This is an optimization exercise on Yosys and OpenROAD, whose aim is small area, a short achievable clock period and few clock cycles, not a production implementation. In this exercise RTL edits were held to simulation tests only and were not proved equivalent to the original.

File: flow/config.mk
export PLATFORM = sky130hd
export DESIGN_NAME = pol_trtcm
export DESIGN_NICKNAME = pol_trtcm
export VERILOG_FILES = /design/flow/design.v
export SDC_FILE = /design/flow/constraint.sdc
export NUM_CORES = 4
export LEC_CHECK = 0
export CAP_MARGIN = 20
export CORE_MARGIN = 2
export CORE_UTILIZATION = 30
export SETUP_SLACK_MARGIN = 4
export SLEW_MARGIN = 20
File: flow/constraint.sdc
create_clock -name core_clock -period 15.0 [get_ports {clk}]
set_input_delay 3.0000 -clock core_clock [delete_from_list [all_inputs] [get_ports {clk}]]
set_output_delay 3.0000 -clock core_clock [all_outputs]
set_load 0.01 [all_outputs]
File: flow/design.v
module pol_trtcm_mul (
    input  [31:0] a,
    input  [24:0] b,
    output [56:0] y
);
    wire [26:0] bx = {2'b00, b};
    reg  [56:0] acc;
    reg  [2:0]  dg;
    reg  [32:0] sel;
    reg         neg;
    integer i;
    always @* begin
        acc = 57'd0;
        for (i = 0; i < 13; i = i + 1)
            acc = acc - (57'd1 << (33 + 2 * i));
        for (i = 0; i < 13; i = i + 1) begin
            dg = {bx[2*i+1], bx[2*i], (i == 0) ? 1'b0 : bx[2*i-1]};
            case (dg)
                3'b001, 3'b010: begin sel = {1'b0, a}; neg = 1'b0; end
                3'b011:         begin sel = {a, 1'b0}; neg = 1'b0; end
                3'b100:         begin sel = {a, 1'b0}; neg = 1'b1; end
                3'b101, 3'b110: begin sel = {1'b0, a}; neg = 1'b1; end
                default:        begin sel = 33'd0;     neg = 1'b0; end
            endcase
            acc = acc + ({23'd0, ~neg, neg ? ~sel : sel} << (2 * i))
                      + ({56'd0, neg} << (2 * i));
        end
    end
    assign y = acc;
endmodule
module pol_trtcm_est8m (
    input  [56:0] x,
    output [34:0] e
);
    wire [34:0] nh = x[56:22];
    wire [43:0] s =
          {9'd0, nh >> 31} + {9'd0, nh >> 29} - {9'd0, nh >> 27}
        - {9'd0, nh >> 25} + {9'd0, nh >> 23} + {9'd0, nh >> 18}
        - {9'd0, nh >> 16} - {9'd0, nh >> 12} - {9'd0, nh >> 7}
        + {9'd0, nh >> 4}  - {9'd0, nh >> 1}  + {8'd0, nh, 1'b0}
        + {4'd0, nh, 5'd0} - 44'd6;
    assign e = s[43] ? 35'd0 : s[40:6];
endmodule
module pol_trtcm (
    input             clk,
    input             rst,
    input             in_valid,
    output            in_ready,
    input      [2:0]  in_op,
    input      [1:0]  in_flow,
    input      [15:0] in_len,
    input      [31:0] in_now,
    input      [3:0]  in_addr,
    input      [31:0] in_data,
    output reg        out_valid,
    input             out_ready,
    output reg [31:0] out_data
);
    localparam OP_FRAME  = 3'd0;
    localparam OP_SWEEP  = 3'd1;
    localparam OP_PWRITE = 3'd3;
    localparam OP_READ   = 3'd4;
    localparam [24:0] RATE_MAX  = 25'd25000000;
    localparam [23:0] BURST_MIN = 24'd1522;
    localparam K_ZERO  = 3'd0;
    localparam K_ONE   = 3'd1;
    localparam K_NOFL  = 3'd2;    
    localparam K_READ  = 3'd3;
    localparam K_FRAME = 3'd4;
    localparam K_SWEEP = 3'd5;
    reg [3:0]  p_valid;
    reg [24:0] p_cir   [0:3];
    reg [24:0] p_pir   [0:3];
    reg [23:0] p_cbs   [0:3];
    reg [23:0] p_pbs   [0:3];
    reg [1:0]  p_ya    [0:3];
    reg [23:0] s_c     [0:3];
    reg [23:0] s_p     [0:3];
    reg [31:0] s_time  [0:3];
    reg [31:0] c_yel   [0:3];
    reg [31:0] c_red   [0:3];
    reg [24:0] stg_w0, stg_w1;
    reg [23:0] stg_w2;
    reg        v0;
    reg [2:0]  op0;
    reg [1:0]  fl0;
    reg [15:0] len0;
    reg [31:0] now0;
    reg [3:0]  ad0;
    reg [31:0] dat0;
    reg        v1, v2, v3, v4, v5, v6, v7, v8, v9, v10;
    reg [2:0]  k1, k2, k3, k4, k5, k6, k7, k8, k9, k10;
    reg [1:0]  fl1, fl2, fl3, fl4, fl5, fl6, fl7, fl8, fl9, fl10;
    reg [15:0] len1, len2, len3, len4, len5, len6, len7, len8, len9, len10;
    reg [31:0] now1, now2, now3, now4, now5;
    reg        fa1, fb1, fc1, fd1, fa2, fb2, fa3;
    reg [31:0] bd1;            
    reg [25:0] ca1;
    reg [24:0] cb1;
    reg [31:0] elp2;
    reg [56:0] xp3;
    reg [25:0] ca2, ca3, ca4;  
    reg [24:0] cb2, cb3, cb4;
    reg [34:0] e4;
    reg [25:0] xl4;            
    reg [2:0]  np4;            
    reg [24:0] pir2;
    reg [22:0] n5;             
    reg        rz5;            
    reg [25:0] ca5;            
    reg [24:0] pir5;
    reg [26:0] p3x5;           
    reg [34:0] pb5;
    reg [31:0] el6;
    reg [24:0] cir6;
    reg [31:0] now6;
    reg [22:0] q6;             
    reg        rz6;            
    reg [25:0] pl6, pl7, pl8, pl9;      
    reg        ps6, ps7, ps8, ps9;      
    reg [24:0] pbs10;                   
    reg [56:0] y7;             
    reg [34:0] ce8;            
    reg [25:0] yl8;
    reg [34:0] cq9;            
    reg [24:0] cbs10;          
    reg [23:0] lp10, lc10;     
    reg [23:0] mp10, mc10;     
    reg [1:0]  ya10;
    wire lg1 = k1[2];
    wire lg2 = k2[2];
    wire lg3 = k3[2];
    wire lg4 = k4[2];
    wire lg5 = k5[2];
    wire lg6 = k6[2];
    wire lg10 = k10[2];
    wire out_ok = !out_valid || out_ready;
    reg  d_hold;                      
    wire adv = out_ok && !d_hold;     
    wire fs0     = (op0 == OP_FRAME) || (op0 == OP_SWEEP);
    wire long0   = fs0 && p_valid[fl0];
    wire commit0 = (op0 == OP_PWRITE) && (ad0[1:0] == 2'd3);
    wire sm1 = v1 && lg1 && (fl1 == fl0);
    wire sm2 = v2 && lg2 && (fl2 == fl0);
    wire sm3 = v3 && lg3 && (fl3 == fl0);
    wire sm4 = v4 && lg4 && (fl4 == fl0);
    wire sm5 = v5 && lg5 && (fl5 == fl0);
    wire [31:0] gp2 = now0 - now2;
    wire [31:0] gp3 = now0 - now3;
    wire [31:0] gp4 = now0 - now4;
    wire [31:0] gp5 = now0 - now5;
    wire ov0 = sm2 ? (gp2[31:23] == 9'h1ff) :
               sm3 ? (gp3[31:23] == 9'h1ff) :
               sm4 ? (gp4[31:23] == 9'h1ff) :
               sm5 ? (gp5[31:23] == 9'h1ff) : 1'b0;
    wire hz_long = long0 && (sm1 || ov0);
    wire u1  = v1  && (k1[2]  || k1  == K_READ);
    wire u2  = v2  && (k2[2]  || k2  == K_READ);
    wire u3  = v3  && (k3[2]  || k3  == K_READ);
    wire u4  = v4  && (k4[2]  || k4  == K_READ);
    wire u5  = v5  && (k5[2]  || k5  == K_READ);
    wire u6  = v6  && (k6[2]  || k6  == K_READ);
    wire u7  = v7  && (k7[2]  || k7  == K_READ);
    wire u8  = v8  && (k8[2]  || k8  == K_READ);
    wire u9  = v9  && (k9[2]  || k9  == K_READ);
    wire u10 = v10 && (k10[2] || k10 == K_READ);
    wire hz_comm = commit0 && ((u1 && fl1 == fl0) || (u2 && fl2 == fl0) ||
                               (u3 && fl3 == fl0) || (u4 && fl4 == fl0) ||
                               (u5 && fl5 == fl0) || (u6 && fl6 == fl0) ||
                               (u7 && fl7 == fl0) || (u8 && fl8 == fl0) ||
                               (u9 && fl9 == fl0) || (u10 && fl10 == fl0));
    wire go0     = v0 && adv && !hz_long && !hz_comm;
    assign in_ready = !v0 || go0;
    wire accept  = in_valid && in_ready;
    wire commit_ok = (stg_w0 <= stg_w1) && (stg_w1 <= RATE_MAX) &&
                     (stg_w2 >= BURST_MIN) && (dat0[23:0] >= BURST_MIN) &&
                     (dat0[25:24] != 2'd3);
    wire do_commit = go0 && commit0 && commit_ok;
    reg [2:0] kind0;
    always @* begin
        case (op0)
            OP_FRAME:  kind0 = p_valid[fl0] ? K_FRAME : K_NOFL;
            OP_SWEEP:  kind0 = p_valid[fl0] ? K_SWEEP : K_ZERO;
            OP_PWRITE: kind0 = (commit0 && commit_ok) ? K_ONE : K_ZERO;
            OP_READ:   kind0 = K_READ;
            default:   kind0 = K_ZERO;
        endcase
    end
    wire [31:0] base1 = fa1 ? now3 : fb1 ? now4 : fc1 ? now5 : fd1 ? bd1 : s_time[fl1];
    wire [31:0] elp1  = now1 - base1;
    wire [56:0] xp2;
    pol_trtcm_mul u_mx (.a(elp2), .b(pir2), .y(xp2));
    wire [34:0] e3;
    pol_trtcm_est8m u_ex (.x(xp3), .e(e3));
    wire [24:0] pir3 = p_pir[fl3];
    reg  [2:0]  np3;
    always @* begin
        if (pir3[24:23] != 2'd0)      np3 = 3'd0;    
        else if (pir3[22:17] != 6'd0) np3 = 3'd1;    
        else if (pir3[16:11] != 6'd0) np3 = 3'd2;    
        else if (pir3[10:5]  != 6'd0) np3 = 3'd3;    
        else                          np3 = 3'd4;    
    end
    wire [25:0] e94  = {e4[16:0], 9'd0};
    wire [25:0] rm4  = xl4 + ca4 - {1'b0, cb4} - e94 - (e94 << 3) - (e94 << 8) + (e94 << 10) - (e94 << 14);
    reg  [2:0]  kx4;
    reg  [22:0] n4;
    reg         rz4;
    integer j;
    always @* begin
        kx4 = 3'd0;
        n4  = rm4[22:0] - 23'd1;
        rz4 = (rm4 == 26'd0);
        for (j = 1; j <= 6; j = j + 1)
            if (rm4 >= j * 26'd8000000) begin
                kx4 = j[2:0];
                n4  = rm4 - (j * 26'd8000000 + 26'd1);
                rz4 = (rm4 == j * 26'd8000000);
            end
    end
    wire [24:0] pir4 = p_pir[fl4];
    reg  [24:0] rem04;
    reg  [23:0] num04;
    always @* begin
        case (np4)
            3'd1:    begin rem04 = {2'd0, n4} >> 6;  num04 = {n4[5:0],  18'd0}; end
            3'd2:    begin rem04 = {2'd0, n4} >> 12; num04 = {n4[11:0], 12'd0}; end
            3'd3:    begin rem04 = {2'd0, n4} >> 18; num04 = {n4[17:0], 6'd0};  end
            default: begin rem04 = 25'd0;            num04 = {1'b0, n4};        end
        endcase
    end
    wire [25:0] p2x5  = {pir5, 1'b0};
    reg  [24:0] dv_rem;
    reg  [23:0] dv_num;
    reg  [22:0] dv_q;
    reg  [2:0]  dv_left;
    wire [24:0] dr_in = dv_rem;
    wire [23:0] dn_in = dv_num;
    wire [22:0] dq_in = dv_q;
    wire [2:0]  dl_in = dv_left;
    reg  [24:0] dr_o;
    reg  [23:0] dn_o;
    reg  [22:0] dq_o;
    reg  [26:0] dtry;
    reg         g1, g2, g3;
    always @* begin
        dr_o = dr_in;
        dn_o = dn_in;
        dq_o = dq_in;
        for (j = 0; j < 3; j = j + 1) begin
            dtry = {dr_o, dn_o[23:22]};
            dn_o = {dn_o[21:0], 2'b00};
            g1 = dtry >= {2'd0, pir5};
            g2 = dtry >= {1'd0, p2x5};
            g3 = dtry >= p3x5;
            if (g3)
                dr_o = dtry - p3x5;
            else if (g2)
                dr_o = dtry - {1'd0, p2x5};
            else if (g1)
                dr_o = dtry - {2'd0, pir5};
            else
                dr_o = dtry[24:0];
            dq_o = {dq_o[20:0], g2, g1 && (g3 || !g2)};
        end
    end
    wire        dz5   = (dl_in == 3'd0);
    wire [22:0] q5    = dz5 ? 23'd0 : dq_o;
    wire [25:0] ca5o  = rz5 ? 26'd0 : ca5;
    wire [24:0] cb5o  = rz5 ? 25'd0 : (dz5 ? {2'd0, n5} : dr_o);
    wire [31:0] el5   = now5 - s_time[fl5];
    wire [24:0] cir5  = p_cir[fl5];
    wire        rd5   = (k5 == K_READ);
    wire [56:0] y6;
    pol_trtcm_mul u_my (.a(el6), .b(cir6), .y(y6));
    wire [31:0] t6    = rz6 ? now6 : (now6 + {9'h1ff, ~q6});
    wire [34:0] ce7;
    pol_trtcm_est8m u_ey (.x(y7), .e(ce7));
    wire        rd7   = (k7 == K_READ);
    wire [31:0] tr7   = s_time[fl7];
    wire [25:0] ce98  = {ce8[16:0], 9'd0};
    wire [25:0] rmy8  = yl8 - ce98 - (ce98 << 3) - (ce98 << 8) + (ce98 << 10) - (ce98 << 14);
    wire [34:0] cq8   = ce8 + {34'd0, rmy8 >= 26'd8000000};
    wire        rd8   = (k8 == K_READ);
    wire [25:0] dd9   = pl9 * p_cir[fl9] - cq9[25:0] * p_pir[fl9];
    wire [24:0] pbs9  = ps9 ? 25'h1000000 : {1'b0, pl9[23:0]};
    wire        fw9   = v10 && lg10 && (fl10 == fl9);
    wire [34:0] cb9   = dd9[25] ? (cq9 - 35'd1) : cq9;
    wire [24:0] cbs9  = (cb9[34:24] != 11'd0) ? 25'h1000000 : cb9[24:0];
    wire        rd9   = (k9 == K_READ);
    wire [23:0] cur_cbs = mc10;
    wire [23:0] cur_pbs = mp10;
    wire [1:0]  cur_ya  = ya10;
    wire [25:0] p_sum   = {2'd0, lp10} + {1'b0, pbs10};
    wire [25:0] c_sum   = {2'd0, lc10} + {1'b0, cbs10};
    wire [23:0] p_new   = (p_sum > {2'd0, cur_pbs}) ? cur_pbs : p_sum[23:0];
    wire [23:0] c_new   = (c_sum > {2'd0, cur_cbs}) ? cur_cbs : c_sum[23:0];
    wire        is_red  = p_new < {8'd0, len10};
    wire        is_yel  = !is_red && (c_new < {8'd0, len10});
    wire        yel_drop = is_yel && (cur_ya == 2'd2);
    wire        yel_mark = is_yel && (cur_ya == 2'd1);
    wire [1:0]  colour  = is_red ? 2'd2 : is_yel ? 2'd1 : 2'd0;
    wire        passes  = !is_red && !yel_drop;
    wire        frame10 = (k10 == K_FRAME);
    wire [23:0] p_wr    = (frame10 && !is_red) ? (p_new - {8'd0, len10}) : p_new;
    wire [23:0] c_wr    = (frame10 && !is_red && !is_yel) ? (c_new - {8'd0, len10}) : c_new;
    wire        up_yel  = frame10 && is_yel && !yel_drop;
    wire        up_red  = frame10 && (is_red || yel_drop);
    wire [31:0] n_yel   = c_yel[fl10] + 32'd1;
    wire [31:0] n_red   = c_red[fl10] + 32'd1;
    wire [3:0]  ad10 = len10[3:0];    
    reg  [31:0] rd_data;
    always @* begin
        case (ad10)
            4'd0: rd_data = {8'd0, lc10};
            4'd1: rd_data = {8'd0, lp10};
            4'd2: rd_data = {cbs10[6:0], pbs10};      
            4'd3: rd_data = c_yel[fl10];
            4'd4: rd_data = c_red[fl10];
            4'd5: rd_data = {30'd0, p_ya[fl10]};
            default: rd_data = 32'd0;
        endcase
        if (!p_valid[fl10])
            rd_data = 32'd0;
        if (ad10 == 4'd5)
            rd_data[31] = p_valid[fl10];
    end
    reg [31:0] res10;
    always @* begin
        case (k10)
            K_ONE:   res10 = 32'd1;
            K_NOFL:  res10 = 32'h0000_0010;
            K_READ:  res10 = rd_data;
            K_FRAME: res10 = {28'd0, yel_mark, passes, colour};
            default: res10 = 32'd0;
        endcase
    end
    always @(posedge clk) begin
        if (rst) begin
            v0 <= 1'b0;
            v1 <= 1'b0;
            v2 <= 1'b0;
            v3 <= 1'b0;
            v4 <= 1'b0;
            v5 <= 1'b0;
            v6 <= 1'b0;
            v7 <= 1'b0;
            v8 <= 1'b0;
            v9 <= 1'b0;
            v10 <= 1'b0;
            out_valid <= 1'b0;
            out_data  <= 32'd0;
            d_hold    <= 1'b0;
        end else begin
            if (adv)
                d_hold <= v4 && lg4 && !rz4 && (np4 > 3'd1);
            else if (d_hold)
                d_hold <= (dv_left > 3'd2);
            if (accept)
                v0 <= 1'b1;
            else if (go0)
                v0 <= 1'b0;
            if (adv) begin
                v1 <= go0;
                v2 <= v1;
                v3 <= v2;
                v4 <= v3;
                v5 <= v4;
            end
            if (out_ok) begin
                v6  <= v5 && adv;
                v7  <= v6;
                v8  <= v7;
                v9  <= v8;
                v10 <= v9;
                out_valid <= v10;
                out_data  <= res10;
            end
        end
    end
    always @(posedge clk) begin
        if (accept) begin
            op0  <= in_op;
            fl0  <= in_flow;
            len0 <= in_len;
            now0 <= in_now;
            ad0  <= in_addr;
            dat0 <= in_data;
        end
        if (adv) begin
            k1   <= kind0;
            fl1  <= fl0;
            len1 <= (op0 == OP_READ) ? {12'd0, ad0} : len0;
            now1 <= now0;
            fa1  <= sm2;
            fb1  <= !sm2 && sm3;
            fc1  <= !sm2 && !sm3 && sm4;
            fd1  <= !sm2 && !sm3 && !sm4 && sm5;
            bd1  <= now5;
            ca1  <= ca5o;
            cb1  <= cb5o;
            k2   <= k1;
            fl2  <= fl1;
            len2 <= len1;
            now2 <= now1;
            elp2 <= elp1;
            pir2 <= p_pir[fl1];
            fa2  <= fa1;
            fb2  <= fb1;
            if (fc1) begin
                ca2 <= ca5o;
                cb2 <= cb5o;
            end else if (fd1) begin
                ca2 <= ca1;
                cb2 <= cb1;
            end else begin
                ca2 <= 26'd0;
                cb2 <= 25'd0;
            end
            k3   <= k2;
            fl3  <= fl2;
            len3 <= len2;
            now3 <= now2;
            xp3  <= xp2;
            fa3  <= fa2;
            if (fb2) begin
                ca3 <= ca5o;
                cb3 <= cb5o;
            end else begin
                ca3 <= ca2;
                cb3 <= cb2;
            end
            k4   <= k3;
            fl4  <= fl3;
            len4 <= len3;
            now4 <= now3;
            e4   <= e3;
            xl4  <= xp3[25:0];
            np4  <= np3;
            if (fa3) begin
                ca4 <= ca5o;
                cb4 <= cb5o;
            end else begin
                ca4 <= ca3;
                cb4 <= cb3;
            end
            k5   <= k4;
            fl5  <= fl4;
            len5 <= len4;
            now5 <= now4;
            dv_rem  <= rem04;
            dv_num  <= num04;
            dv_q    <= 23'd0;
            dv_left <= np4;
            n5   <= n4;
            rz5  <= rz4;
            ca5  <= {3'd0, n4} + {1'b0, pir4};
            pir5 <= pir4;
            p3x5 <= {2'd0, pir4} + {1'b0, pir4, 1'b0};
            pb5  <= e4 + {32'd0, kx4};
        end
        if (out_ok) begin
            k6   <= k5;
            fl6  <= fl5;
            len6 <= len5;
            el6  <= el5;
            cir6 <= cir5;
            now6 <= now5;
            q6   <= q5;
            rz6  <= rz5 || !lg5;
            pl6  <= pb5[25:0];
            ps6  <= (pb5[34:24] != 11'd0);
            k7   <= k6;
            fl7  <= fl6;
            len7 <= len6;
            y7   <= y6;
            pl7  <= pl6;
            ps7  <= ps6;
            k8   <= k7;
            fl8  <= fl7;
            len8 <= len7;
            ce8  <= rd7 ? {3'd0, tr7} : ce7;
            yl8  <= y7[25:0];
            pl8  <= pl7;
            ps8  <= ps7;
            k9   <= k8;
            fl9  <= fl8;
            len9 <= len8;
            cq9  <= rd8 ? ce8 : cq8;
            pl9  <= pl8;
            ps9  <= ps8;
            k10   <= k9;
            fl10  <= fl9;
            len10 <= len9;
            cbs10 <= rd9 ? {18'd0, cq9[31:25]} : cbs9;
            pbs10 <= rd9 ? cq9[24:0] : pbs9;
            lp10  <= fw9 ? p_wr : s_p[fl9];
            lc10  <= fw9 ? c_wr : s_c[fl9];
            mp10  <= p_pbs[fl9];
            mc10  <= p_cbs[fl9];
            ya10  <= p_ya[fl9];
        end
        if (d_hold) begin
            dv_rem  <= dr_o;
            dv_num  <= dn_o;
            dv_q    <= dq_o;
            dv_left <= dl_in - 3'd1;
        end
    end
    always @(posedge clk) begin
        if (rst) begin
            stg_w0 <= 25'd0;
            stg_w1 <= 25'd0;
            stg_w2 <= 24'd0;
        end else if (go0 && op0 == OP_PWRITE) begin
            case (ad0[1:0])
                2'd0: stg_w0 <= dat0[24:0];
                2'd1: stg_w1 <= dat0[24:0];
                2'd2: stg_w2 <= dat0[23:0];
                default: ;
            endcase
        end
    end
    wire wr_t = out_ok && v6 && lg6;
    wire wr_b = out_ok && v10 && lg10;
    integer i;
    always @(posedge clk) begin
        for (i = 0; i < 4; i = i + 1) begin
            if (rst)
                p_valid[i] <= 1'b0;
            else if (do_commit && fl0 == i[1:0])
                p_valid[i] <= 1'b1;
            if (do_commit && fl0 == i[1:0]) begin
                p_cir[i]   <= stg_w0;
                p_pir[i]   <= stg_w1;
                p_cbs[i]   <= stg_w2;
                p_pbs[i]   <= dat0[23:0];
                p_ya[i]    <= dat0[25:24];
                s_c[i]     <= stg_w2;
                s_p[i]     <= dat0[23:0];
                s_time[i]  <= now0;
                c_yel[i]   <= 32'd0;
                c_red[i]   <= 32'd0;
            end else begin
                if (wr_t && fl6 == i[1:0])
                    s_time[i] <= t6;
                if (wr_b && fl10 == i[1:0]) begin
                    s_p[i] <= p_wr;
                    s_c[i] <= c_wr;
                    if (up_yel)
                        c_yel[i] <= n_yel;
                    if (up_red)
                        c_red[i] <= n_red;
                end
            end
        end
    end
endmodule
File: flow/run.sh
#!/bin/bash
# synth_recipe.tcl (not shown) runs the flow's synth.tcl, then flattens the netlist and writes it again
# the make line also repeats each setting of config.mk as NAME=value (left out here)
make -C /OpenROAD-flow-scripts/flow DESIGN_CONFIG=/design/flow/config.mk WORK_HOME=/design/flow/orfs CLKGATE_MAP_FILE= SYNTH_SCRIPT=/design/flow/synth_recipe.tcl finish
==> results.yml, run 1 <==
yosys:
  synth.distinct_cells: 108
  synth_nets: 24400
  synthesis.area_um2: 224000
  yosys_warnings: 12
  synthCells: 20900
  syn_avg_cell_area_um2: 10.7
  ys_seq_elements: 2698
  synth_seq_area_share_pct: 34.4
  synth_ff_type: "edfxtp_1"
  ys_async_sr_fraction_pct: 0
  synth_edf_count: 2313
critical_path:
  start_kind: "input pin"
  worst_path_max_delay_cell: "o311ai_4"
  crit_family: "buffers and inverters"
  rrSetupSlack_ps: 4330
  cp_num_buf_inv: 6
  crit_chain: "clkdlybuf4s50_1, nor2b_4, buf_4, inv_8, nand2_1, bufinv_16, and3_1, o21ai_1, buf_4, a311o_1, o311ai_4, clkdlybuf4s50_1"
  r2r_cells: 35
  worst-path-max-fanout: 101
  worstReg2RegEnd: "dv_rem[1]$_DFFE_PP_"
  end_kind: "output port"
  path_class: "input pin to output port"
  cp_slowest_stage_delay_ps: 640
  rr_startpoint: "pir5[12]$_DFFE_PP_"
  cp.required_ps: 12000
  arrival_ps: 7800
finish:
  seqCellArea_um2: 77200
  drive_gt1_share_pct: 9.86
  layout.nets: 24100
  multi_input_area_um2: 135000
  post-route-util_pct: 33.3
  fillers: 74600
  syn2layout_area_growth_pct: 10.6
timing:
  final.min_clock_period_ps: 10800
  finClkSkew_ps: 114
  max_clock_freq_ghz: 0.0926
  rsz0062_at_grt: "false"
  finalSetupViolations: 0
  fin_ws_ps: 4200
  relSlewSlack_pct: 14.9
  slew_viol_final: 0
  tns_ps: 0
  hold_viol: 0
  min_period_over_period_pct: 72.0
  worst_pin_slew_ps: 1280
clock_tree:
  cts_tree: "yes"
  clock-sinks: 2698
  clkTransAtPathRegs_ps: 60
  htree_levels: 5
  cts_buffer_depth: 4
  cts_made_buffers: 303
  clk_latency_ps: 1020
  ctsRootBufferMaster: "clkbuf_16"
placement:
  portBuffers: 120
  pre_cts_ws_ps: 2330
  gp_congestion: 0.943
  hpwl_um: 531000
hold_path:
  worstHoldStart: "len5[13]$_DFFE_PP_"
  hold_path.class: "flop to flop"
  hold_depth: 0
  whs_endpoint: "len6[13]$_DFFE_PN_"
die:
  fp.dieW_um: 868
  io_pins: 127
  start_util_pct: 30.1
  fp.dieH_um: 868
  row_count: 317
  coreArea_um2: 745000
  dieArea_um2: 754000
global_routing:
  grt_pass1_vias: 163000
  grt_max_degree: 187
  antenna_found_initial: 58
  grt_usage_pct: 18.7
  grt_pass1_wl_um: 1070000
  grt-ovfl-total: 0
routing:
  num_vias: 164000
  vias_per_cell: 5.33
  routed_wl_um: 736000
  first_iter_violations: 16900
  drc: 0
  dr.pass1.iters: 9
  final_antenna_net_count: 0
  wl_per_cell_um: 23.9
outcome:
  status: "no timing/DRC/antenna violations"
run:
  max_cap_viol_count: 0
placed cells by master, fill, tap and decap left out, drive strengths merged, types with 205 or more instances in the layout:
cell type	n
o22ai	259
fa	1745
nand2	1351
ha	1607
edfxtp	2313
buf	487
and2	284
mux4	395
nor3	225
nand3	221
dfxtp	385
inv	2306
a21oi	1152
a211oi	341
clkbuf	389
xnor2	1104
o21ai	585
a22oi	217
nor2b	205
nor2	1624
xor2	585
mux2i	264
mux2	460
a21o	326
logic make-up (layout without fill, tap and decap cells):
group,Yosys count,in the layout,synth area share (%)
AND/OR/NAND/NOR,4660,4661,9.56
AO/OA/AOI/OAI,3921,3921,11.5
buffers and inverters,3511,3444,5.95
adder cells (fa/ha/maj),3352,3352,24.6
flip-flops,2698,2698,34.4
XOR/XNOR,1689,1689,6.60
multiplexers,1110,1119,7.37
other,0,10,0
sequential cells by signal, indices dropped and copies added, names as in the netlist, 56 cells and up:
name,flops
p_cir,100
s_time,128
p_pbs,96
y7,56
c_red,128
s_c,96
p_cbs,96
c_yel,128
p_pir,100
xp3,57
s_p,96
per-layer routing:
| layer | global-route usage (%) | part of all wire, % | vias to the layer above |
|---|---|---|---|
| met3 | 2.93 | 8.5 | 1448 |
| met5 | 0 | 0.024 | - |
| met4 | 8.59 | 5.4 | 26 |
| li1 | - | - | 72600 |
| met2 | 30.3 | 45 | 7120 |
| met1 | 24.7 | 41 | 82900 |
synth_stat cells (82+ instances only):
cell type	n	area, um2
nand4_1	125	782
o22ai_1	259	1620
mux2i_1	264	2640
a22oi_1	216	1620
xnor2_1	1104	9670
a21oi_1	1150	5760
xor2_1	585	5120
edfxtp_1	2313	69500
and3_1	131	820
o21a_1	115	863
mux4_2	386	8690
nor3_1	224	1120
nand3_1	221	1110
nand2_1	1350	5070
mux2_2	460	5180
nor2b_1	205	1280
o21ai_0	565	2830
and2_1	284	1780
ha_1	1607	20100
buf_2	83	415
a21o_1	325	2440
a211oi_1	339	2540
dfxtp_1	385	7710
fa_1	1745	34900
a221oi_1	122	1070
clkbuf_1	865	3250
a221o_1	82	821
inv_1	2301	8640
buf_1	248	931
nand2b_1	147	920
nor2_1	1623	6090
area by class of cell:
cell class | count | share of cell area (%)
flip-flops and latches | 2698 | 31.1
clock buffers | 389 | 3.28
multi-input cells | 14700 | 54.4
repair buffers | 606 | 2.02
well taps | 9889 | 4.99
inverters | 2304 | 3.53
diodes | 10 | 0.0101
clock inverters | 145 | 0.617
timing repair:
item                                    CTS  global route
setup buffers                            29            31
pin swaps                                 6             8
cloned                                    2             8
endpoints found under the setup margin  160           600
gates resized for setup                  73            73
hold buffers                              0             0
how the worst max path moves through the flow:
stage	from	to	slack, ps	cells past startpoint
2_1_floorplan	out_ready	dv_num[13]$_DFFE_PP_	4500	8
3_3_place_gp	pir5[1]$_DFFE_PP_	dv_rem[11]$_DFFE_PP_	2170	40
3_5_place_dp	pir5[1]$_DFFE_PP_	dv_rem[11]$_DFFE_PP_	2330	39
4_1_cts	pir5[14]$_DFFE_PP_	cb2[17]$_DFFE_PP_	3990	39
5_1_grt	pir5[12]$_DFFE_PP_	cb2[17]$_DFFE_PP_	3950	39
6_report	out_ready	in_ready	4200	12
through the flow:
stage / std cells / instance area, um2 / hold WS (ps)
global route: 30800 / 248000 / 395
CTS: 30700 / 247000 / 393
global placement: 30200 / 237000 / 401
floorplan: 20900 / 224000 / 400
finish: 30800 / 248000 / 393
detailed placement: 30200 / 237000 / 405
Testbench counts, summed over its fixed seeds: cycles 4,887.
==> run 2: changes to the inputs <==
--- a/flow/config.mk
+++ b/flow/config.mk
@@ -8,5 +8,5 @@
 export CAP_MARGIN = 20
 export CORE_MARGIN = 2
-export CORE_UTILIZATION = 30
-export SETUP_SLACK_MARGIN = 4
+export CORE_UTILIZATION = 40
+export SETUP_SLACK_MARGIN = 5
 export SLEW_MARGIN = 20
==> run 2 against run 1 <==
Wire length increased by 1.5%. Register-to-register slack gained 780 ps. Worst hold slack gained 3.2 ps. Utilization is 11 points higher. Fmax up 8.7%.
==> results.yml, run 2 <==
routing:
  routed_wl_um: 747000
  wl_per_cell_um: 26.1
  final_antenna_net_count: 0
  first_iter_violations: 18100
  dr.pass1.iters: 9
  drc: 0
  vias_per_cell: 5.78
  num_vias: 165000
die:
  dieArea_um2: 566000
  row_count: 274
  fp.dieW_um: 753
  fp.dieH_um: 753
  start_util_pct: 40.2
  coreArea_um2: 557000
  io_pins: 127
critical_path:
  path_class: "input pin to output port"
  start_kind: "input pin"
  end_kind: "output port"
  cp.required_ps: 12000
  rrSetupSlack_ps: 5110
  arrival_ps: 6940
  cp_num_buf_inv: 7
  cp_slowest_stage_delay_ps: 590
  crit_chain: "clkdlybuf4s50_1, nor2b_4, buf_4, inv_8, nand2_4, inv_16, and3_1, o21ai_0, buf_4, a311o_1, o311ai_2, buf_4, clkdlybuf4s50_1"
  crit_family: "buffers and inverters"
  worst-path-max-fanout: 35
  rr_startpoint: "dv_rem[1]$_DFFE_PP_"
  crit_top_cell: "buf_4"
  worst_path_max_delay_cell: "clkdlybuf4s50_1"
  r2r_cells: 39
  worstReg2RegEnd: "cb4[18]$_DFFE_PP_"
global_routing:
  grt-ovfl-total: 0
  grt_pass1_vias: 162000
  antenna_found_initial: 52
  grt_pass1_wl_um: 1090000
  grt_usage_pct: 25.6
  grt_max_degree: 174
finish:
  fillers: 51900
  final_common_cell: "edfxtp_1"
  multi_input_area_um2: 137000
  seqCellArea_um2: 77200
  drive_gt1_share_pct: 12.0
  final_area_um2: 249000
  most-common-layout-cells: "edfxtp_1, inv_1, fa_1"
  syn2layout_area_growth_pct: 11.3
  biggestRegsByFlops: "c_red x128, c_yel x128, s_time x128"
  layout.nets: 24300
placement:
  portBuffers: 120
  gp_congestion: 0.949
  hpwl_um: 526000
  postPlaceCellArea_um2: 234000
yosys:
  yosysMostFrequentCell: "edfxtp_1"
  synthCells: 20900
  synth_ff_type: "edfxtp_1"
  synthSimpleGateAreaFrac_pct: 9.56
  synthAdderAreaFrac_pct: 24.6
  synth_xor_area_share_pct: 6.60
  synth_seq_area_share_pct: 34.4
  synth_top_family_by_area: "adder cells"
  synth_edf_count: 2313
  synth_nets: 24400
  synthTopCellsByCount: "edfxtp_1, inv_1, fa_1"
  synth_compound_area_share_pct: 11.5
  synthMuxAreaShare_pct: 7.37
  synth.distinct_cells: 108
  synth_top_cell_by_area: "edfxtp_1"
  ys_async_sr_fraction_pct: 0
  syn_avg_cell_area_um2: 10.7
  yosys_warnings: 12
  ys_top_cells_by_area: "edfxtp_1, fa_1, ha_1, xnor2_1, mux4_2"
  ys_seq_elements: 2698
  yosys.area.top_type_share_pct: 31.0
  synthesis.area_um2: 224000
outcome:
  status: "no timing/DRC/antenna violations"
timing:
  final.min_clock_period_ps: 9940
  slew_viol_final: 0
  min_period_over_period_pct: 66.2
  worst_pin_slew_ps: 1270
  relSlewSlack_pct: 15.5
  tns_ps: 0
  rsz0062_at_grt: "true"
  finClkSkew_ps: 140
  hold_viol: 0
  max_clock_freq_ghz: 0.101
  worst_hold_slack_ps: 396
  finalSetupViolations: 0
run:
  max_cap_viol_count: 0
hold_path:
  whs_endpoint: "xl4[13]$_DFFE_PP_"
  hold_path.class: "flop to flop"
  hold_depth: 0
  worstHoldStart: "xp3[13]$_DFFE_PP_"
clock_tree:
  htree_levels: 5
  clk_latency_ps: 1020
  clock-sinks: 2698
  cts_buffer_depth: 4
  ctsRootBufferMaster: "clkbuf_16"
  clkTransAtPathRegs_ps: 70
  cts_made_buffers: 304
  cts_tree: "yes"
==> run 2: cell counts after synthesis <==
No cell type changed its count.
==> run 2: metal layers <==
metal	vias up	GRT usage, %	routed length [um]
li1	73200	-	-
met1	82800	34.3	303000
met2	7523	40.5	337000
met3	1623	4.98	69200
met4	14	11.0	38200
met5	-	0	100
==> run 2: worst register-to-register path, delay by kind of cell, from the launching register on <==
family | cells | cell delay, ps
AO/OA/AOI/OAI | 19 | 4720
XOR/XNOR | 1 | 200
adder cells (fa/ha/maj) | 3 | 1000
buffers and inverters | 4 | 700
flip-flops | 1 | 540
multiplexers | 1 | 310
AND/OR/NAND/NOR | 11 | 2200
==> run 2: metrics by stage <==
step                cells  setup WS [ps]  utilization (%)
floorplan           20900           4880                -
global placement    27800           2170             42.0
detailed placement  27800           2200             42.0
CTS                 28500           4990             44.3
global route        28600           4910             44.7
finish              28600           5060             44.7
==> run 2: worst max path at each step <==
stage | from | end | slack [ps] | cells past startpoint
3_3_place_gp | p3x5[1]$_DFFE_PP_ | cb4[23]$_DFFE_PP_ | 2170 | 37
4_1_cts | dv_rem[14]$_DFFE_PP_ | cb4[19]$_DFFE_PP_ | 4990 | 42
5_1_grt | pbs10[0]$_DFFE_PN_ | s_p[3][23]$_DFFE_PP_ | 4910 | 35
2_1_floorplan | pir5[1]$_DFFE_PP_ | cb3[15]$_DFFE_PP_ | 4880 | 44
6_report | out_ready | in_ready | 5060 | 13
3_5_place_dp | pir5[24]$_DFFE_PP_ | cb4[23]$_DFFE_PP_ | 2200 | 34
==> run 2: area by class of cell <==
type	count	share of cell area, %
multi-input cells	14700	54.8
repair inverters	1	0.00351
diodes	13	0.0130
inverters	2304	3.52
clock inverters	177	0.862
well taps	7452	3.74
repair buffers	828	2.85
flip-flops and latches	2698	30.9
clock buffers	378	3.28
==> run 2: cell families (layout without fill, tap and decap cells) <==
kind of cell / count (synthesis) / after routing
adders and majority gates: 3352 / 3352
xor gates and xnor gates: 1689 / 1689
other: 0 / 13
and+or+nand+nor: 4660 / 4661
buffers and inverters: 3511 / 3688
DFF: 2698 / 2698
muxes: 1110 / 1126
AOI/OAI and AO/OA: 3921 / 3921
==> run 2: repair_timing <==
item,4_1_cts,5_1_grt
hold buffers,0,0
setup buffers,131,113
gates cloned,18,8
pin swaps,33,76
setup endpoints to repair,679,678
gates resized for setup,255,264
==> run 3: changes to the inputs <==
--- a/flow/design.v
+++ b/flow/design.v
@@ -53,7 +53,7 @@
     input      [3:0]  in_addr,
     input      [31:0] in_data,
-    output reg        out_valid,
+    output            out_valid,
     input             out_ready,
-    output reg [31:0] out_data
+    output     [31:0] out_data
 );
     localparam OP_FRAME  = 3'd0;
@@ -89,4 +89,16 @@
     reg [3:0]  ad0;
     reg [31:0] dat0;
+    reg        vb;
+    reg [2:0]  opb;
+    reg [1:0]  flb;
+    reg [15:0] lenb;
+    reg [31:0] nowb;
+    reg [3:0]  adb;
+    reg [31:0] datb;
+    reg        ea1, ea2, ea3, ea4, ea5, ea6, ea7, ea8, ea9, ea10;
+    reg [31:0] fq0, fq1;
+    reg [1:0]  fcnt;
+    reg        sbv;
+    reg [31:0] sbd;
     reg        v1, v2, v3, v4, v5, v6, v7, v8, v9, v10;
     reg [2:0]  k1, k2, k3, k4, k5, k6, k7, k8, k9, k10;
@@ -135,5 +147,12 @@
     wire lg6 = k6[2];
     wire lg10 = k10[2];
-    wire out_ok = !out_valid || out_ready;
+    assign out_valid = (fcnt != 2'd0);
+    assign out_data  = fq0;
+    wire   pop    = out_valid && out_ready;
+    wire [1:0] need = (v10 && !ea10) ? (sbv ? 2'd2 : 2'd1) : 2'd0;
+    wire [2:0] fill = {1'b0, fcnt} + {1'b0, need};
+    wire   ok_np  = (fill <= 3'd2);
+    wire   ok_p   = (fill == 3'd3) && out_valid;
+    wire   out_ok = ok_np || (ok_p && out_ready);
     reg  d_hold;                      
     wire adv = out_ok && !d_hold;     
@@ -171,5 +190,23 @@
                                (u9 && fl9 == fl0) || (u10 && fl10 == fl0));
     wire go0     = v0 && adv && !hz_long && !hz_comm;
-    assign in_ready = !v0 || go0;
+    wire fsb     = (opb == OP_FRAME) || (opb == OP_SWEEP);
+    wire longb   = fsb && p_valid[flb];
+    wire sb1 = v1 && lg1 && (fl1 == flb);
+    wire sb2 = v2 && lg2 && (fl2 == flb);
+    wire sb3 = v3 && lg3 && (fl3 == flb);
+    wire sb4 = v4 && lg4 && (fl4 == flb);
+    wire sb5 = v5 && lg5 && (fl5 == flb);
+    wire [31:0] gb2 = nowb - now2;
+    wire [31:0] gb3 = nowb - now3;
+    wire [31:0] gb4 = nowb - now4;
+    wire [31:0] gb5 = nowb - now5;
+    wire ovb = sb2 ? (gb2[31:23] == 9'h1ff) :
+               sb3 ? (gb3[31:23] == 9'h1ff) :
+               sb4 ? (gb4[31:23] == 9'h1ff) :
+               sb5 ? (gb5[31:23] == 9'h1ff) : 1'b0;
+    wire gob     = v0 && vb && adv && long0 && sm1 &&
+                   (opb != OP_PWRITE) && (flb != fl0) && !(longb && (sb1 || ovb));
+    wire issue   = go0 || gob;
+    assign in_ready = !(v0 && vb) || issue;
     wire accept  = in_valid && in_ready;
     wire commit_ok = (stg_w0 <= stg_w1) && (stg_w1 <= RATE_MAX) &&
@@ -187,4 +224,13 @@
         endcase
     end
+    reg [2:0] kindb;
+    always @* begin
+        case (opb)
+            OP_FRAME:  kindb = p_valid[flb] ? K_FRAME : K_NOFL;
+            OP_SWEEP:  kindb = p_valid[flb] ? K_SWEEP : K_ZERO;
+            OP_READ:   kindb = K_READ;
+            default:   kindb = K_ZERO;
+        endcase
+    end
     wire [31:0] base1 = fa1 ? now3 : fb1 ? now4 : fc1 ? now5 : fd1 ? bd1 : s_time[fl1];
     wire [31:0] elp1  = now1 - base1;
@@ -336,4 +382,22 @@
         endcase
     end
+    wire        mv10     = out_ok && v10;
+    wire        sbv_load = mv10 && ea10;
+    wire        pu1      = mv10 && !ea10;
+    wire        pu2      = pu1 && sbv;
+    wire [1:0]  fbase    = fcnt - {1'd0, pop};
+    reg  [31:0] fq0_n, fq1_n;
+    always @* begin
+        fq0_n = pop ? fq1 : fq0;
+        fq1_n = fq1;
+        if (pu1) begin
+            if (fbase == 2'd0)
+                fq0_n = res10;
+            else
+                fq1_n = res10;
+        end
+        if (pu2)
+            fq1_n = sbd;
+    end
     always @(posedge clk) begin
         if (rst) begin
@@ -349,6 +413,7 @@
             v9 <= 1'b0;
             v10 <= 1'b0;
-            out_valid <= 1'b0;
-            out_data  <= 32'd0;
+            vb        <= 1'b0;
+            fcnt      <= 2'd0;
+            sbv       <= 1'b0;
             d_hold    <= 1'b0;
         end else begin
@@ -357,10 +422,17 @@
             else if (d_hold)
                 d_hold <= (dv_left > 3'd2);
-            if (accept)
-                v0 <= 1'b1;
-            else if (go0)
-                v0 <= 1'b0;
+            if (go0) begin
+                v0 <= vb || accept;
+                vb <= vb && accept;
+            end else if (gob) begin
+                vb <= accept;
+            end else if (accept) begin
+                if (v0)
+                    vb <= 1'b1;
+                else
+                    v0 <= 1'b1;
+            end
             if (adv) begin
-                v1 <= go0;
+                v1 <= issue;
                 v2 <= v1;
                 v3 <= v2;
@@ -374,11 +446,21 @@
                 v9  <= v8;
                 v10 <= v9;
-                out_valid <= v10;
-                out_data  <= res10;
+                if (v10 && ea10)
+                    sbv <= 1'b1;
+                else if (v10)
+                    sbv <= 1'b0;
             end
+            fcnt <= fcnt - {1'd0, pop} + {1'd0, pu1} + {1'd0, pu2};
         end
     end
     always @(posedge clk) begin
-        if (accept) begin
+        if (go0 && vb) begin
+            op0  <= opb;
+            fl0  <= flb;
+            len0 <= lenb;
+            now0 <= nowb;
+            ad0  <= adb;
+            dat0 <= datb;
+        end else if (accept && (!v0 || go0)) begin
             op0  <= in_op;
             fl0  <= in_flow;
@@ -388,13 +470,40 @@
             dat0 <= in_data;
         end
+        if (accept && !(!v0 || (go0 && !vb))) begin
+            opb  <= in_op;
+            flb  <= in_flow;
+            lenb <= in_len;
+            nowb <= in_now;
+            adb  <= in_addr;
+            datb <= in_data;
+        end
+        if (sbv_load) sbd <= res10;
+        fq0 <= fq0_n;
+        fq1 <= fq1_n;
         if (adv) begin
-            k1   <= kind0;
-            fl1  <= fl0;
-            len1 <= (op0 == OP_READ) ? {12'd0, ad0} : len0;
-            now1 <= now0;
-            fa1  <= sm2;
-            fb1  <= !sm2 && sm3;
-            fc1  <= !sm2 && !sm3 && sm4;
-            fd1  <= !sm2 && !sm3 && !sm4 && sm5;
+            if (gob) begin
+                k1   <= kindb;
+                fl1  <= flb;
+                len1 <= (opb == OP_READ) ? {12'd0, adb} : lenb;
+                now1 <= nowb;
+                fa1  <= sb2;
+                fb1  <= !sb2 && sb3;
+                fc1  <= !sb2 && !sb3 && sb4;
+                fd1  <= !sb2 && !sb3 && !sb4 && sb5;
+            end else begin
+                k1   <= kind0;
+                fl1  <= fl0;
+                len1 <= (op0 == OP_READ) ? {12'd0, ad0} : len0;
+                now1 <= now0;
+                fa1  <= sm2;
+                fb1  <= !sm2 && sm3;
+                fc1  <= !sm2 && !sm3 && sm4;
+                fd1  <= !sm2 && !sm3 && !sm4 && sm5;
+            end
+            ea1  <= gob;
+            ea2  <= ea1;
+            ea3  <= ea2;
+            ea4  <= ea3;
+            ea5  <= ea4;
             bd1  <= now5;
             ca1  <= ca5o;
@@ -461,4 +570,9 @@
         end
         if (out_ok) begin
+            ea6  <= ea5;
+            ea7  <= ea6;
+            ea8  <= ea7;
+            ea9  <= ea8;
+            ea10 <= ea9;
             k6   <= k5;
             fl6  <= fl5;
==> run 3 against run 2 <==
Register-to-register slack worse by 70 ps. Highest routed layer unchanged. Die area is 4.7% higher. Non-clock buffer count is 110 higher. Still clean. Global-route usage is 0.70 points higher. Sequential share of layout area is 0.25 points higher. Fmax is 0.20% lower. Sequential cell count is 160 higher. Design area is 5.3% higher.
==> results.yml, run 3 <==
clock_tree:
  ctsRootBufferMaster: "clkbuf_16"
  cts_buffer_depth: 4
  htree_levels: 5
  clk_latency_ps: 1020
  cts_made_buffers: 313
  clkTransAtPathRegs_ps: 70
  clock-sinks: 2858
  cts_tree: "yes"
hold_path:
  hold_path.class: "flop to flop"
critical_path:
  crit_top_cell: "a21o_1"
  crit_family: "compound AO/OA/AOI/OAI gates"
  worst-path-max-fanout: 12
  arrival_ps: 10680
  worst_path_max_delay_cell: "a2111oi_4"
  end_kind: "flop"
  cp_num_buf_inv: 9
  path_class: "flop to flop"
  start_kind: "flop"
  cp_slowest_stage_delay_ps: 470
  cp.required_ps: 15730
finish:
  layout.nets: 25800
  final_common_cell: "edfxtp_1"
  most-common-layout-cells: "edfxtp_1, inv_1, nor2_1"
  drive_gt1_share_pct: 11.8
  post-route-util_pct: 44.9
  final_area_um2: 263000
  syn2layout_area_growth_pct: 12.0
  biggestRegsByFlops: "c_red x128, c_yel x128, s_time x128"
yosys:
  ys_async_sr_fraction_pct: 0
  syn_avg_cell_area_um2: 10.5
  yosysMostFrequentCell: "edfxtp_1"
  yosys.area.top_type_share_pct: 31.6
  synth_edf_count: 2470
  synthCells: 22200
  ys_seq_elements: 2858
  synthTopCellsByCount: "edfxtp_1, inv_1, nor2_1"
  ys_top_cells_by_area: "edfxtp_1, fa_1, ha_1, xnor2_1, inv_1"
  synth_top_cell_by_area: "edfxtp_1"
  synth.distinct_cells: 104
  yosys_warnings: 12
  synth_nets: 25800
  synth_seq_area_share_pct: 34.9
  synthesis.area_um2: 235000
  synth_ff_type: "edfxtp_1"
die:
  row_count: 281
  start_util_pct: 40.1
  fp.dieW_um: 770
  dieArea_um2: 593000
  fp.dieH_um: 770
  io_pins: 127
  coreArea_um2: 585000
routing:
  num_vias: 176000
  routed_wl_um: 801000
  first_iter_violations: 19000
  final_antenna_net_count: 0
  dr.pass1.iters: 6
  vias_per_cell: 5.79
  drc: 0
  wl_per_cell_um: 26.4
global_routing:
  antenna_found_initial: 85
  grt_pass1_wl_um: 1160000
  grt.busiest_layer: "met2"
  grt_util_met3_pct: 5.40
  use_met1_pct: 35.4
  grt_pass1_vias: 171000
  grt_usage_pct: 26.3
  grt-ovfl-total: 0
  grt_max_degree: 169
  grtUsageMet2_pct: 40.6
timing:
  finalSetupViolations: 0
  relSlewSlack_pct: 22.2
  finClkSkew_ps: 88.6
  rsz0062_at_grt: "true"
  hold_viol: 0
  min_period_over_period_pct: 66.4
  fin_ws_ps: 5040
  final.min_clock_period_ps: 9960
  worst_pin_slew_ps: 1150
  slew_viol_final: 0
  max_clock_freq_ghz: 0.100
  tns_ps: 0
run:
  max_cap_viol_count: 0
placement:
  hpwl_um: 565000
  postPlaceCellArea_um2: 245000
  portBuffers: 120
  gp_congestion: 0.956
  pre_cts_ws_ps: 2390
outcome:
  status: "no timing/DRC/antenna violations"
run 3: cell count changes in the layout (fill, tap and decap cells not counted), sizes merged, moves of 106 or more:
| cell | before | now |
|---|---|---|
| nor2 | 1624 | 2119 |
| o21ai | 585 | 894 |
| o22ai | 259 | 38 |
| mux2 | 460 | 279 |
| nand2 | 1351 | 1532 |
| mux2i | 264 | 425 |
| edfxtp | 2313 | 2470 |
| a21oi | 1152 | 1003 |
| ha | 1607 | 1731 |
| a211oi | 341 | 454 |
| a22oi | 217 | 325 |
| buf | 703 | 809 |
run 3: per-layer routing:
layer  vias to the layer above  part of all wire (%)
met5                         -                 0.017
met4                        22                   5.6
met3                      1718                   9.7
met2                      8275                    44
met1                     87800                    41
li1                      77800                     -
run 3: metrics by stage:
stage          hold WS [ps]  instances
6_report                385      30400
4_1_cts                 368      30100
5_1_grt                 378      30300
2_1_floorplan           400      22200
3_5_place_dp            405      29400
3_3_place_gp            401      29400
run 3: cell families after synthesis:
kind of cell / count (synthesis) / share of synthesized area [%]
adders and majority gates: 3476 / 24.1
AOI/OAI and AO/OA: 4210 / 11.8
xor gates and xnor gates: 1681 / 6.28
muxes: 1091 / 6.87
buffers and inverters: 3586 / 5.78
and+or+nand+nor: 5347 / 10.3
DFF: 2858 / 34.9
run 3: final cells by class:
| type | instances | area [um2] |
|---|---|---|
| Inverter | 2327 | 8890 |
| Clock inverter | 186 | 2070 |
| Timing Repair inverter | 2 | 17.5 |
| Antenna cell | 40 | 100 |
| Clock buffer | 392 | 8380 |
| Fill cell | 54500 | 322000 |
| Timing Repair Buffer | 938 | 8360 |
| Multi-Input combinational cell | 15800 | 143000 |
| Sequential cell | 2858 | 81900 |
| Tap cell | 7782 | 9740 |
run 3: worst paths after layout:
check	from	endpoint	slack (ps)	cells after the start
min reg2reg	pl8[15]$_DFFE_PN_	pl9[15]$_DFFE_PN_	390	0
max reg2reg	pir5[9]$_DFFE_PP_	cb2[5]$_DFFE_PP_	5040	47
min	pl8[15]$_DFFE_PN_	pl9[15]$_DFFE_PN_	390	0
max	pir5[9]$_DFFE_PP_	cb2[5]$_DFFE_PP_	5040	47
run 3: timing repair:
item / in CTS / in global routing
hold endpoints to repair: 0 / 0
setup endpoints to repair: 665 / 657
cloned: 25 / 9
hold buffers: 0 / 0
gates resized for setup: 338 / 481
setup buffers: 169 / 170
pin swaps: 71 / 200
Testbench counts of run 3, summed over its fixed seeds: cycles 4,363.
==> run 4: changes to the inputs <==
--- a/flow/design.v
+++ b/flow/design.v
@@ -42,4 +42,43 @@
     assign e = s[43] ? 35'd0 : s[40:6];
 endmodule
+module pol_trtcm_dchk (
+    input  [25:0] p,
+    input  [24:0] c,
+    input  [25:0] q,
+    input  [24:0] r,
+    output [25:0] d
+);
+    wire [26:0] bc = {2'b00, c};
+    wire [26:0] br = {2'b00, r};
+    reg  [25:0] acc;
+    reg  [2:0]  dg;
+    reg  [26:0] sel;
+    reg         neg;
+    integer i;
+    always @* begin
+        acc = 26'd0;
+        for (i = 0; i < 13; i = i + 1) begin
+            dg = {bc[2*i+1], bc[2*i], (i == 0) ? 1'b0 : bc[2*i-1]};
+            case (dg)
+                3'b001, 3'b010: begin sel = {1'b0, p}; neg = 1'b0; end
+                3'b011:         begin sel = {p, 1'b0}; neg = 1'b0; end
+                3'b100:         begin sel = {p, 1'b0}; neg = 1'b1; end
+                3'b101, 3'b110: begin sel = {1'b0, p}; neg = 1'b1; end
+                default:        begin sel = 27'd0;     neg = 1'b0; end
+            endcase
+            acc = acc + ((neg ? ~sel[25:0] : sel[25:0]) << (2 * i)) + ({25'd0, neg} << (2 * i));
+            dg = {br[2*i+1], br[2*i], (i == 0) ? 1'b0 : br[2*i-1]};
+            case (dg)
+                3'b001, 3'b010: begin sel = {1'b0, q}; neg = 1'b1; end
+                3'b011:         begin sel = {q, 1'b0}; neg = 1'b1; end
+                3'b100:         begin sel = {q, 1'b0}; neg = 1'b0; end
+                3'b101, 3'b110: begin sel = {1'b0, q}; neg = 1'b0; end
+                default:        begin sel = 27'd0;     neg = 1'b0; end
+            endcase
+            acc = acc + ((neg ? ~sel[25:0] : sel[25:0]) << (2 * i)) + ({25'd0, neg} << (2 * i));
+        end
+    end
+    assign d = acc;
+endmodule
 module pol_trtcm (
     input             clk,
@@ -136,4 +175,5 @@
     reg [25:0] yl8;
     reg [34:0] cq9;            
+    reg [24:0] cir9, pir9;
     reg [24:0] cbs10;          
     reg [23:0] lp10, lc10;     
@@ -205,5 +245,6 @@
                sb4 ? (gb4[31:23] == 9'h1ff) :
                sb5 ? (gb5[31:23] == 9'h1ff) : 1'b0;
-    wire gob     = v0 && vb && adv && long0 && sm1 &&
+    reg  byp;
+    wire gob     = v0 && vb && adv && !byp && ((long0 && sm1) || hz_comm) &&
                    (opb != OP_PWRITE) && (flb != fl0) && !(longb && (sb1 || ovb));
     wire issue   = go0 || gob;
@@ -329,5 +370,6 @@
     wire [34:0] cq8   = ce8 + {34'd0, rmy8 >= 26'd8000000};
     wire        rd8   = (k8 == K_READ);
-    wire [25:0] dd9   = pl9 * p_cir[fl9] - cq9[25:0] * p_pir[fl9];
+    wire [25:0] dd9;
+    pol_trtcm_dchk u_dc (.p(pl9), .c(cir9), .q(cq9[25:0]), .r(pir9), .d(dd9));
     wire [24:0] pbs9  = ps9 ? 25'h1000000 : {1'b0, pl9[23:0]};
     wire        fw9   = v10 && lg10 && (fl10 == fl9);
@@ -414,4 +456,5 @@
             v10 <= 1'b0;
             vb        <= 1'b0;
+            byp       <= 1'b0;
             fcnt      <= 2'd0;
             sbv       <= 1'b0;
@@ -422,4 +465,8 @@
             else if (d_hold)
                 d_hold <= (dv_left > 3'd2);
+            if (go0)
+                byp <= 1'b0;
+            else if (gob)
+                byp <= 1'b1;
             if (go0) begin
                 v0 <= vb || accept;
@@ -602,4 +649,6 @@
             len9 <= len8;
             cq9  <= rd8 ? ce8 : cq8;
+            cir9 <= p_cir[fl8];
+            pir9 <= p_pir[fl8];
             pl9  <= pl8;
             ps9  <= ps8;
==> run 4 against run 3 <==
Still clean. Critical path type unchanged. Wire length is 3.4% lower. First-iteration DRC count decreased by 8.5%. Global-route usage shrank 0.92 points. Via count down 0.60%. Design area shrank 0.58%. Clock skew increased by 57 ps. Cell count decreased by 0.98%.
==> results.yml, run 4 <==
outcome:
  status: "no timing/DRC/antenna violations"
clock_tree:
  clkTransAtPathRegs_ps: 60
  clock-sinks: 2909
  htree_levels: 5
  ctsRootBufferMaster: "clkbuf_16"
  cts.hold.buffers_added: 0
  cts_made_buffers: 328
  cts_tree: "yes"
  clk_latency_ps: 1020
  cts_buffer_depth: 4
placement:
  placedCellCount: 29100
  hpwl_um: 558000
  postPlaceCellArea_um2: 244000
  gp_congestion: 0.966
  portBuffers: 120
global_routing:
  antenna_found_initial: 31
  grt_max_degree: 132
  grt-ovfl-total: 0
  grt_pass1_wl_um: 1130000
  grt_usage_pct: 25.4
  grt_pass1_vias: 170000
timing:
  slew_viol_final: 0
  relSlewSlack_pct: 13.1
  worst_pin_slew_ps: 1300
  finClkSkew_ps: 145
  tns_ps: 0
  hold_viol: 0
  finalSetupViolations: 0
  worst_hold_slack_ps: 391
  rsz0062_at_grt: "true"
  final.min_clock_period_ps: 10080
  min_period_over_period_pct: 67.2
  max_clock_freq_ghz: 0.0992
yosys:
  synth_xor_area_share_pct: 7.36
  synth.distinct_cells: 119
  yosysMostFrequentCell: "edfxtp_1"
  synth_nets: 25300
  synthSimpleGateAreaFrac_pct: 9.36
  synth_top_cell_by_area: "edfxtp_1"
  yosys_warnings: 13
  synth_top_family_by_area: "adder cells"
  ys_async_sr_fraction_pct: 0
  synthMuxAreaShare_pct: 6.96
  synthCells: 22100
  synthAdderAreaFrac_pct: 21.3
  synthesis.area_um2: 235000
  yosys.area.top_type_share_pct: 32.3
  ys_seq_elements: 2909
  syn_avg_cell_area_um2: 10.6
  synth_edf_count: 2520
  synth_seq_area_share_pct: 35.6
  synth_ff_type: "edfxtp_1"
  synth_compound_area_share_pct: 14.0
  ys_top_cells_by_area: "edfxtp_1, fa_1, ha_1, xnor2_1, mux4_2"
  synthTopCellsByCount: "edfxtp_1, nor2_1, inv_1"
finish:
  biggestRegsByFlops: "c_red x128, c_yel x128, s_time x128"
  final_area_um2: 261000
  drive_gt1_share_pct: 12.4
  fillers: 54500
  syn2layout_area_growth_pct: 11.3
  most-common-layout-cells: "edfxtp_1, nor2_1, inv_1"
  layout.nets: 25200
  fin_cells: 30100
  final_common_cell: "edfxtp_1"
routing:
  num_vias: 175000
  dr.pass1.iters: 6
  vias_per_cell: 5.81
  first_iter_violations: 17400
  wl_per_cell_um: 25.8
  final_antenna_net_count: 0
  drc: 0
  routed_wl_um: 774000
critical_path:
  cp_num_buf_inv: 5
  start_kind: "flop"
  path_class: "flop to flop"
  crit_top_cell: "o21ai_4"
  cp.required_ps: 15720
  end_kind: "flop"
  rr_startpoint: "dv_rem[8]$_DFFE_PP_"
  cp_slowest_stage_delay_ps: 540
  startpoint: "dv_rem[8]$_DFFE_PP_"
  arrival_ps: 10800
  worst_path_max_delay_cell: "edfxtp_1"
  worst-path-max-fanout: 7
  crit_family: "compound AO/OA/AOI/OAI gates"
die:
  coreArea_um2: 585000
  start_util_pct: 40.1
  fp.dieW_um: 770
  fp.dieH_um: 770
  row_count: 281
  io_pins: 127
  dieArea_um2: 593000
hold_path:
  hold_path.class: "flop to flop"
  worstHoldStart: "len4[14]$_DFFE_PP_"
run:
  max_cap_viol_count: 0
run 4: cell count changes after synthesis, moves of 165 or more:
cell / change
nor2_1: +165
nand2_1: -479
and2_1: -172
a221o_1: +209
xor2_1: +229
mux2i_1: -171
mux2_2: +168
inv_1: -327
fa_1: -272
run 4: final timing paths:
kind                   endpoint  depth (start not counted)  slack, ps
min          len5[14]$_DFFE_PP_                          0        390
min reg2reg  len5[14]$_DFFE_PP_                          0        390
max reg2reg   cb4[10]$_DFFE_PP_                         38       4920
max           cb4[10]$_DFFE_PP_                         38       4920
run 4: metal layers:
metal | vias to the layer above | global-route usage [%] | wire length [um]
li1 | 78600 | - | -
met1 | 86900 | 34.6 | 322000
met2 | 7520 | 40.0 | 349000
met3 | 1553 | 3.65 | 61300
met4 | 10 | 11.5 | 41700
met5 | - | 0 | 74
run 4: through the flow:
stage | worst slack (ps) | utilization [%]
finish | 4920 | 44.6
detailed placement | 2030 | 41.8
floorplan | 4230 | -
global placement | 2010 | 41.8
global route | 4710 | 44.6
CTS | 4940 | 44.2
run 4: layout make-up:
| class | instances | area [um2] | share of cell area [%] |
|---|---|---|---|
| sequential | 2909 | 83500 | 32.0 |
| inverter | 2007 | 7680 | 2.94 |
| clock buffer | 416 | 8920 | 3.41 |
| multi-input combinational | 15800 | 142000 | 54.2 |
| tap | 7782 | 9740 | 3.73 |
| timing repair buffer | 902 | 7680 | 2.94 |
| clock inverter | 187 | 2070 | 0.792 |
| timing repair inverter | 2 | 17.5 | 0.00671 |
| antenna | 11 | 27.5 | 0.0105 |
run 4: cell families after synthesis:
| logic type | count (synthesis) |
|---|---|
| buffers and inverters | 3405 |
| multiplexers | 1090 |
| XOR/XNOR | 1963 |
| AO/OA/AOI/OAI | 4793 |
| adder cells (fa/ha/maj) | 3108 |
| AND/OR/NAND/NOR | 4875 |
| flip-flops | 2909 |
run 4: what timing repair did:
item	CTS	global route
pin swaps	86	150
setup endpoints to repair	679	625
hold endpoints to repair	0	0
buffers inserted	163	138
resized for setup	322	364
gates cloned	10	7
Testbench counts of run 4, summed over its fixed seeds: cycles 4,348.

[separate check: timing with driven ports]
The flow's constraints put no driver on any port. The routed layouts listed below were extracted and timed again, unchanged, in two steps.
Step 1, drivers: a clkbuf_16 drives clk and a buf_2 each remaining input, both assumed.
Step 2 moves the port delays by t, midway between the first and last clock arrival at a register: inputs arrive t later, outputs are due t later. That takes back most of the time a late clock gives input paths.
Three values: ideal, step 1, step 2; two values: the first two.
run	t (ns)	setup WS [ns]	cell pins on the clock port's net
run 1	1.072	4.199 / 4.167 / 4.167	1
run 2	1.078	5.063 / 5.035 / 5.035	1
run 3	1.117	5.043 / 5.043 / 5.043	1
run 4	1.077	4.922 / 4.922 / 4.922	1
After both steps setup and hold are still met in every run listed. For run 1, which loses most, drivers alone change the setup slack by -0.032 ns; drivers and shift together by -0.032 ns.
